Background: an optimization exercise with open tools, aiming at small area and a short achievable clock period. Do not read the settings as production practice. In this exercise RTL edits were held to simulation tests only and were not proved equivalent to the original. Power and IR drop assume default switching activity.

Setup of build 63:
Design ecc_rmw, start of the top module:
module ecc_rmw (
    input  wire        clk,
    input  wire        rst,           
    input  wire        in_valid,
    input  wire [71:0] in_rd_cw,      
    input  wire [63:0] in_wdata,      
    input  wire [7:0]  in_wmask,      
    input  wire [7:0]  in_wpar,       
    output reg         out_valid,
    output reg  [63:0] out_rdata,     
    output reg  [7:0]  out_rpar,      
    output reg  [7:0]  out_syndrome,  
    output reg         out_sbe,       
    output reg         out_ded,       
    output reg  [71:0] out_wr_cw,     
    output reg         out_poison     
);
Size: roughly 310 I/O pins, roughly 0.013 mm² of cells after synthesis.
export LEC_CHECK = 0
export CAP_MARGIN = 20
export CORE_MARGIN = 2
export CORE_UTILIZATION = 40
export SETUP_SLACK_MARGIN = 3.1
export SLEW_MARGIN = 20
create_clock -name core_clock -period 5.5 [get_ports {clk}]
standard.sh (not shown) runs the stock make flow with config.mk's settings and CLKGATE_MAP_FILE= SYNTH_SCRIPT=/design/flow/synth_recipe.tcl, a recipe that flattens the netlist after the stock synthesis.
==> flow/flow/run.sh <==
#!/bin/bash
# Standard layout with plain port buffers, no CTS dummy loads.
set -euo pipefail
export BUFFER_PORTS_ARGS="-buffer_cell sky130_fd_sc_hd__buf_2"
export CTS_ARGS="-sink_clustering_enable -repair_clock_nets -dont_use_dummy_load"
bash standard.sh > standard.log 2>&1
Build 63 has completed all stages; timing, DRC and antenna checks passed.
Changes in build 69 relative to build 63:
- ABC_AREA newly set to 1
[summary]
No run among build 63 and build 69 stopped early or left any final violation; all are clean. Build 69 against build 63: initial core utilization stayed essentially flat; final clock period utilization by the worst path fell by 1.8 points; number of standard cells in the layout, taps in and fillers out rose by 581; die area rose by 6.1%. In the tables for build 63 and build 69, share of power burned in combinational logic reads higher with build 63. From build 63 to build 69, count of unresolved DRC violations after routing did not move at all. Build 69 vs. build 63: total wirelength of the detailed-routed design went up by 11%. Build 69 has synthesized instance count above what build 63 had. Mean instance size in the synthesized netlist: build 69 < build 63. Against build 63, build 69 reports a met2 track utilization from global routing that is higher. Taking build 63 as 1.0, build 69 lands at 1.06 on synthesized area.
Relative to build 69, the following input files were edited for build 48:
- clearing ABC_AREA, which used to be 1
==> flow/flow/run.sh <==
#!/bin/bash
# Standard layout, with plain buffers on the ports instead of ORFS's default choice.
set -euo pipefail
export BUFFER_PORTS_ARGS="-buffer_cell sky130_fd_sc_hd__buf_2"
bash standard.sh > standard.log 2>&1
Notes after the runs:
- Compared with build 69, build 48 shows a final cell count without fillers that is 575 lower.
- The category of the critical setup timing path comes out register to register in one run and input port to register in the other, namely in build 48 and build 69 respectively.
- Looking only at clock network fraction of design power, and setting everything else aside, the higher value of build 48 and build 69 goes to build 48.
- Area occupied by multi-input gates, build 48 and build 69, lower one = build 48.
Modified inputs, build 40 compared to build 48
- changing SETUP_SLACK_MARGIN from 3.1 to 3.25
- setting ABC_AREA to 1 for the first time
==> flow/flow/run.sh <==
#!/bin/bash
# Standard layout with plain port buffers, no CTS dummy loads.
set -euo pipefail
export BUFFER_PORTS_ARGS="-buffer_cell sky130_fd_sc_hd__buf_2"
export CTS_ARGS="-sink_clustering_enable -repair_clock_nets -dont_use_dummy_load"
bash standard.sh > standard.log 2>&1
==> run summary <==
Build 40 vs. build 48: via count rose by 27%, post-detailed-route count of antenna-violating nets shows no meaningful change. Measured against each other, build 40 and build 48 differ in global routing met1 resource utilization, the lower figure coming from build 48. [compare] base=build 48 new=build 40: final period demand of the worst path decreased 0.24 ns; fraction of power spent switching nets increased 2.1 points; number of logic stages on the critical path including buffering decreased 3; die height increased about 3%; clock network area share decreased 1.9 points. NOTE design area build 48->build 40 increased by a few percent. For count of clock-buffer cells in the layout, dividing the value from build 40 by the value from build 48 gives 0.74. Comparing build 40 and build 48, the higher number of buffers outside the clock class in the layout is on build 48.

Setup of indigo:
Another version of the RTL of ecc_rmw (not shown whole).
Size: ~1200 cells after synthesis, about 300 flip-flops, roughly 310 I/O pins, about 0.013 mm² of cells after synthesis.
make LEC_CHECK=0 ABC_CLOCK_PERIOD_IN_PS=2500 CAP_MARGIN=20 CORE_MARGIN=2 CORE_UTILIZATION=40 SETUP_SLACK_MARGIN=3.0 SLEW_MARGIN=20 finish   # period 5.5 ns
run.sh (not shown) runs the stock make flow with config.mk's settings and CLKGATE_MAP_FILE= SYNTH_SCRIPT=/design/flow/synth_recipe.tcl, a recipe that flattens the netlist after the stock synthesis.
Stock flow here: none of the scripts above is used.
indigo | status: complete | timing, DRC, antenna: pass
> inputs changed (indigo -> garnet)
==> flow/flow/run.sh (new file) <==
#!/bin/bash
# Standard layout, with plain buffers on the ports instead of ORFS's default choice.
set -euo pipefail
export BUFFER_PORTS_ARGS="-buffer_cell sky130_fd_sc_hd__buf_2"
bash standard.sh > standard.log 2>&1
==> flow/standard.sh (new file) <==
#!/bin/bash
# synth_recipe.tcl (not shown) runs the flow's synth.tcl, then flattens the netlist and writes it again
# the make line also repeats each setting of config.mk as NAME=value (left out here)
make -C /OpenROAD-flow-scripts/flow DESIGN_CONFIG=/design/flow/config.mk WORK_HOME=/design/flow/orfs CLKGATE_MAP_FILE= SYNTH_SCRIPT=/design/flow/synth_recipe.tcl "${@:-finish}"
removed: flow/run.sh
### Flow results
On garnet: combinational share of power is 1.9 points lower than what indigo gave.
garnet against indigo: sequential power ~0 delta; buffer and inverter count on the worst path +2; sequential share of layout area +2.9 points; critical path depth +2.
garnet: all stages complete, timing, DRC and antenna checks passed
As far as TritonCTS buffer count goes, garnet and indigo are indistinguishable; the numbers are identical.
indigo has higher total power than garnet.
In garnet the sum of net half-perimeters after detailed placement turned out about 4% lower than in indigo.

## afterwards: timing with drivers on the ports
No port has a modelled driver above. Below, the same layouts with a new extraction and two added sets of constraints.
Step 1: set_driving_cell puts a clkbuf_16 on clk and a buf_2 on each other input, an assumption about the parent block.
Step 2 also shifts input and output timing later by t, the mid clock arrival at the registers, as if the neighbouring blocks saw the same clock.
Three values: ideal ports, drivers, drivers and shift; two values: the first two.
run | t (ns) | setup slack, ns | hold WS [ns] | worst setup path after step 2 | cell pins on the clock port's net
build 63 | 0.601 | 3.067 / 3.067 / 2.721 | 0.433 / 0.433 / 0.433 | input to register | 1
build 69 | 0.606 | 3.167 / 3.200 / 2.594 | 0.399 / 0.399 / 0.399 | input to register | 1
build 48 | 0.633 | 3.073 / 3.073 / 2.724 | 0.435 / 0.435 / 0.435 | input to register | 1
build 40 | 0.613 | 3.316 / 3.285 / 2.741 | 0.406 / 0.406 / 0.406 | input to register | 1
indigo | 0.559 | 2.942 / 2.942 / 2.487 | 0.438 / 0.438 / 0.438 | input to register | 1
garnet | 0.558 | 2.876 / 2.876 / 2.642 | 0.445 / 0.445 / 0.445 | input to register | 1
After both steps setup and hold are still met in every run listed. For build 40, which loses most, drivers alone change the setup slack by -0.031 ns; drivers and shift together by -0.575 ns.
